Source: an optimization exercise on an open RTL-to-GDS flow (aim: small area, a short achievable clock period and few clock cycles). Production flows keep margins and buffers that such runs may drop. Only simulation tests tie the RTL to the original design; equivalence was not proved. No activity file was given, so power comes from the tool's default toggle rates.

File: flow/run.sh
#!/bin/bash
# synth_recipe.tcl (not shown) runs the flow's synth.tcl, then flattens the netlist and writes it again
# the make line also repeats each setting of config.mk as NAME=value (left out here)
make -C /OpenROAD-flow-scripts/flow DESIGN_CONFIG=/design/flow/config.mk WORK_HOME=/design/flow/orfs CLKGATE_MAP_FILE= SYNTH_SCRIPT=/design/flow/synth_recipe.tcl finish
File: flow/config.mk
export PLATFORM = sky130hd
export DESIGN_NAME = ce_errx
export DESIGN_NICKNAME = ce_errx
export VERILOG_FILES = /design/flow/design.v
export SDC_FILE = /design/flow/constraint.sdc
export NUM_CORES = 4
export LEC_CHECK = 0
export CAP_MARGIN = 20
export CORE_MARGIN = 2
export CORE_UTILIZATION = 40
export PLACE_DENSITY = 0.6
export SLEW_MARGIN = 20
File: flow/constraint.sdc
create_clock -name core_clock -period 17.0 [get_ports {clk}]
set_input_delay 3.4000 -clock core_clock [delete_from_list [all_inputs] [get_ports {clk}]]
set_output_delay 3.4000 -clock core_clock [all_outputs]
set_load 0.01 [all_outputs]
File: flow/design.v
module ce_errx (
    input  wire         clk,
    input  wire         rst,
    input  wire         start,
    output reg          done,
    input  wire         voa,
    input  wire [31:0]  y,
    input  wire [2:0]   seq,
    input  wire [7:0]   dseq,
    input  wire [2:0]   dlag,
    input  wire [2:0]   dsh,
    input  wire         ext,
    input  wire [31:0]  yavg_in,
    input  wire [31:0]  m_in,
    input  wire [31:0]  refv,
    input  wire         ref_ok,
    input  wire [15:0]  kref,
    input  wire [31:0]  yfloor,
    input  wire [31:0]  target,
    output reg  [15:0]  e,
    output reg  [31:0]  yavg_out,
    output reg  [31:0]  m_out,
    output reg          wd
);
    localparam [1:0] S_IDLE = 2'd0,
                     S_MUL  = 2'd1,
                     S_DIV  = 2'd2,
                     S_FIN  = 2'd3;
    reg  [1:0]  state;
    reg         load;      
    reg  [3:0]  cnt;
    reg  [47:0] acc;       
    reg  [39:0] den;       
    reg         lsb;       
    reg         neg;       
    reg         sat;       
    wire [2:0]  lag_idx = seq - dlag;
    wire        wl = dseq[lag_idx];
    wire signed [33:0] dy      = $signed({2'b00, y}) - $signed({2'b00, yavg_in});
    wire signed [33:0] dy_sh   = dy >>> 6;
    wire signed [33:0] yavg_nx = $signed({2'b00, yavg_in}) + dy_sh;
    wire signed [33:0] dq      = dy - dy_sh;
    wire signed [35:0] qm      = wl ? (dq - $signed(m_in)) : (-dq - $signed(m_in));
    wire signed [35:0] qm_sh   = qm >>> dsh;
    wire signed [35:0] m_sum   = $signed(m_in) + qm_sh;
    wire signed [31:0] m_nx    = (m_sum > 36'sd2147483647)  ? 32'sh7fffffff :
                                 (m_sum < -36'sd2147483648) ? 32'sh80000000 : m_sum[31:0];
    always @(posedge clk) begin
        yavg_out <= voa ? yavg_in : yavg_nx[31:0];
        m_out    <= voa ? m_in    : m_nx;
        wd       <= ~voa & dseq[seq];
    end
    reg [3:0] kmsb;
    integer k;
    always @* begin
        kmsb = 4'd0;
        for (k = 1; k < 16; k = k + 1)
            if (kref[k]) kmsb = k[3:0];
    end
    wire mul_go = ~voa & ref_ok & (kref != 16'd0);
    wire [47:0] acc_mul = {acc[46:0], 1'b0} + (kref[cnt] ? {16'd0, refv} : 48'd0);
    wire [39:0] r_a   = voa ? {8'd0, target} : acc[47:8];
    wire [39:0] r_max = (r_a > {8'd0, yfloor}) ? r_a : {8'd0, yfloor};
    wire [39:0] r_div = {r_max[39:1], r_max[0] | (r_max == 40'd0)};
    wire signed [32:0] n_voa = $signed({1'b0, target}) - $signed({1'b0, y});
    wire signed [32:0] n_sel = voa ? n_voa : {m_out[31], m_out};
    wire [31:0]        n_mag = n_sel[32] ? -n_sel[31:0] : n_sel[31:0];
    wire        first = (cnt == 4'd0);
    wire [41:0] t1    = {1'b0, acc[39:0], first & lsb} - {2'b00, den};
    wire        q1    = ~t1[41];
    wire [40:0] a1    = q1 ? t1[40:0] : {acc[39:0], first & lsb};
    wire [41:0] t2    = {a1, 1'b0} - {2'b00, den};
    wire        q2    = ~t2[41];
    wire [40:0] a2    = q2 ? t2[40:0] : {a1[39:0], 1'b0};
    wire [14:0] quo = e[14:0];
    wire signed [16:0] g = sat ? (neg ? -17'sd32768 : 17'sd32767)
                               : (neg ? -$signed({2'b00, quo}) : $signed({2'b00, quo}));
    wire signed [17:0] gt = g - $signed(target[15:0]);
    wire signed [17:0] es = ext ? gt : -gt;
    wire signed [15:0] e_el = (es > 18'sd32767) ? 16'sh7fff : (es < -18'sd32768) ? 16'sh8000 : es[15:0];
    always @(posedge clk) begin
        if (rst) begin
            state <= S_IDLE;
            done  <= 1'b0;
        end else begin
            done <= 1'b0;
            case (state)
                S_IDLE: if (start) begin
                    acc  <= mul_go ? {16'd0, refv} : 48'd0;
                    cnt  <= kmsb - 4'd1;
                    load <= 1'b1;
                    state <= (mul_go && kmsb != 4'd0) ? S_MUL : S_DIV;
                end
                S_MUL: begin
                    acc <= acc_mul;
                    cnt <= cnt - 4'd1;
                    if (cnt == 4'd0) state <= S_DIV;
                end
                S_DIV: begin
                    if (load) begin
                        load <= 1'b0;
                        den  <= r_div;
                        acc  <= {17'd0, n_mag[31:1]};
                        lsb  <= n_mag[0];
                        neg  <= n_sel[32];
                        cnt  <= 4'd0;
                        sat  <= 1'b0;
                    end else begin
                        acc  <= {8'd0, a2[39:0]};
                        e    <= {e[13:0], q1, q2};
                        cnt  <= cnt + 4'd1;
                        if (first && q1) begin
                            sat   <= 1'b1;
                            state <= S_FIN;
                        end
                        if (cnt == 4'd7) state <= S_FIN;
                    end
                end
                S_FIN: begin
                    e     <= voa ? g[15:0] : e_el;
                    done  <= 1'b1;
                    state <= S_IDLE;
                end
            endcase
        end
    end
endmodule
==> metrics.cfg <==
[status]
status=finished clean

[timing]
post-route-min-period_ns=15.22
final_hold_viol_count=0
fmax_mhz=65.7
fin_setup_tns_ns=0
rsz0062_at_grt=no
slew_headroom=0.264
finalCritPeriodShare=0.895
setup_violations=0
clock_skew_ns=0.0217
hold_slack_ns=0.535
worstMarginPinSlew_ns=1.10
maxSlewViolCount=0

[final_layout]
fin_cells=5653
final_cell_area_mm2=0.0374
fin_nets=5251
drive_gt1_frac=0.0416
area_growth_pct=14.3
fill_cells=8284

[clock_network]
numCtsBuffers=17
cts_setup_buffers=0
clk_pin_slew_ns=0.08
cts_resized=0
insertion_delay_ns=0.53
clock-sinks=180
clock-root-buffer=clkbuf_16
cts_tree=built
clock_path_buffers=2
cts-htree-levels=4
ctsHoldBuffers=0

[synth]
synthCells=4367
ys_warn_count=1
synth_ff_type=edfxtp_1
postSynthAreaPerCell_um2=7.49
synth_area_leaders=ha_1 (16%), edfxtp_1 (10%), a21oi_1 (6.9%)
synth_cell_types=110
ys_ff_latch=180
yosysMostFrequentCell=a21oi_1
syn_area_mm2=0.0327
syn-num-nets=5041
synth_commonest_cells=a21oi_1 (453), ha_1 (431), inv_1 (395)
synth_top_area_cell=ha_1
synth_edf_count=112
synthArstFlopShare=0
ys_seq_area_frac=0.145
synth_top_area_share=0.165

[route]
antenna_left=0
drt-initial-drc-count=2595
vias=32900
wl_per_cell_um=20.9
routed_wl_um=118000
dr.pass1.iters=9
vias_per_cell=5.82
drc=0

[setup_path]
r2r_cells=31
startpoint_type=primary input
critPathLaunch=yavg_in[1]
critPathSlowestCell=clkdlybuf4s50_1
r2r_start=cnt[0]
critPathRequiredTime_ns=17.37
critPathMaxFanout=22
cp-end-kind=flip-flop
critical_path_class=in2reg
arrival_ns=15.59
max_stage_delay_ns=0.60

[die]
initial_utilization=0.405
coreArea_mm2=0.0807
num_rows=104
dieArea_mm2=0.0840
dieHeight_um=290
io_pins=313
die_w_um=290

[flow_run]
drv_cap=0

[grt]
antenna_found_initial=5
grt_max_degree=72
overflow=0
grt_pass1_wl_um=181000
grt_use_total=0.273
grt_pass1_vias=31400

[placement]
post-place-cells=5618
dpl-instance-area_mm2=0.0368
io_buffer_count=312
place_hpwl_um=97600
gp_congestion=0.959

[hold_path]
min-delay-start=state[1]
whs_path_depth=2
hp-class=reg2reg

[power]
ir_drop_uv=309
powerDensity_mw_per_mm2=185
p_leak_nw=16.5
total_power_mw=6.91

-- critical path, delay by kind of cell --
kind            cells  cell delay, ns
xor+xnor            3            0.87
simple gates       12            1.61
fa+ha+maj           6            1.96
mux                 2            0.38
buf+inv             5            1.31
compound gates     26            6.02
-- kinds of logic (layout without fill, tap and decap cells) --
kind of cell,count (synthesis),after routing,share of synthesized area
XOR/XNOR,375,375,0.102
multiplexers,134,134,0.0467
buffers and inverters,544,767,0.0640
flip-flops,180,180,0.145
adder cells (fa/ha/maj),447,447,0.174
AND/OR/NAND/NOR,1241,1241,0.183
other,0,3,0
AO/OA/AOI/OAI,1446,1446,0.286
-- where the power goes --
group          internal (mW)  total, mW  switching (mW)
logic                   2.38       5.74            3.36
registers              0.592      0.746           0.154
clock network          0.195      0.427           0.232
-- stage by stage --
stage	setup WS, ns	utilization
floorplan	3.70	-
global placement	1.53	0.456
detailed placement	1.34	0.456
CTS	1.85	0.463
global route	0.861	0.463
finish	1.78	0.463
-- worst paths after layout --
check,endpoint,slack [ns]
hold / removal,state[1],0.53
hold reg to reg,state[1],0.53
setup reg to reg,acc[9],8.55
setup / recovery,m_out[10],1.78
-- layout make-up --
type                            count  area, um2  area share
Multi-Input combinational cell   3643      25900       0.694
Sequential cell                   180       4720       0.126
Timing Repair Buffer              338       3310      0.0887
Inverter                          397       1490      0.0399
Tap cell                         1060       1330      0.0355
Clock buffer                       18        429      0.0115
Clock inverter                     14        138     0.00368
Antenna cell                        3       7.51    0.000201
-- cells in the final DEF, fill, tap and decap left out, drive strengths merged, types with 29 or more instances in the layout --
cell / count
inv: 404
a22oi: 42
a211oi: 30
a21oi: 456
nor2: 355
mux2i: 75
o31ai: 29
a31oi: 64
o21a: 58
mux2: 49
nand4: 46
nor2b: 69
nand2: 331
dfxtp: 68
xnor2: 247
xor2: 126
nor3: 85
nand2b: 64
and3: 30
o21ai: 283
ha: 431
a21o: 149
edfxtp: 112
nand3: 80
clkdlybuf4s50: 310
o22ai: 37
o211ai: 32
and2: 59
o21bai: 61
-- per-layer routing --
metal | share of wire | GRT usage | vias to the layer above
li1 | - | - | 16300
met2 | 0.46 | 0.461 | 1033
met1 | 0.45 | 0.365 | 15400
met3 | 0.058 | 0.0258 | 151
met4 | 0.030 | 0.0887 | 0
met5 | 0 | 0 | -
-- state kept, by name (all words and copies together), names as in the netlist --
name      count
acc          48
den          40
m_out        32
yavg_out     32
e            16
cnt           4
state         2
done          1
load          1
lsb           1
neg           1
sat           1
wd            1
Testbench counts, summed over its fixed seeds: cycles 22,483.

-- afterwards: timing with drivers on the ports --
How much do the figures lean on ideal ports? The routed layout below was timed once more, with nothing changed but the port constraints.
Step 1 (the two cells are an assumption about what drives the block):
set clk [get_ports {clk}]
set_driving_cell -lib_cell sky130_fd_sc_hd__clkbuf_16 $clk
set_driving_cell -lib_cell sky130_fd_sc_hd__buf_2 [delete_from_list [all_inputs] $clk]
Step 2 moves the port delays by t, midway between the first and last clock arrival at a register: inputs arrive t later, outputs are due t later. That takes back most of the time a late clock gives input paths.
Three values: no drivers, after step 1, after step 2; two values: the first two.
t (ns): 0.583
setup WS [ns]: 1.778 / 1.803 / 1.220
hold WS [ns]: 0.535 / 0.535 / 0.535
After both steps setup and hold are still met in this run. The setup slack of this run moves by +0.025 ns with the drivers and by -0.558 ns with both steps.
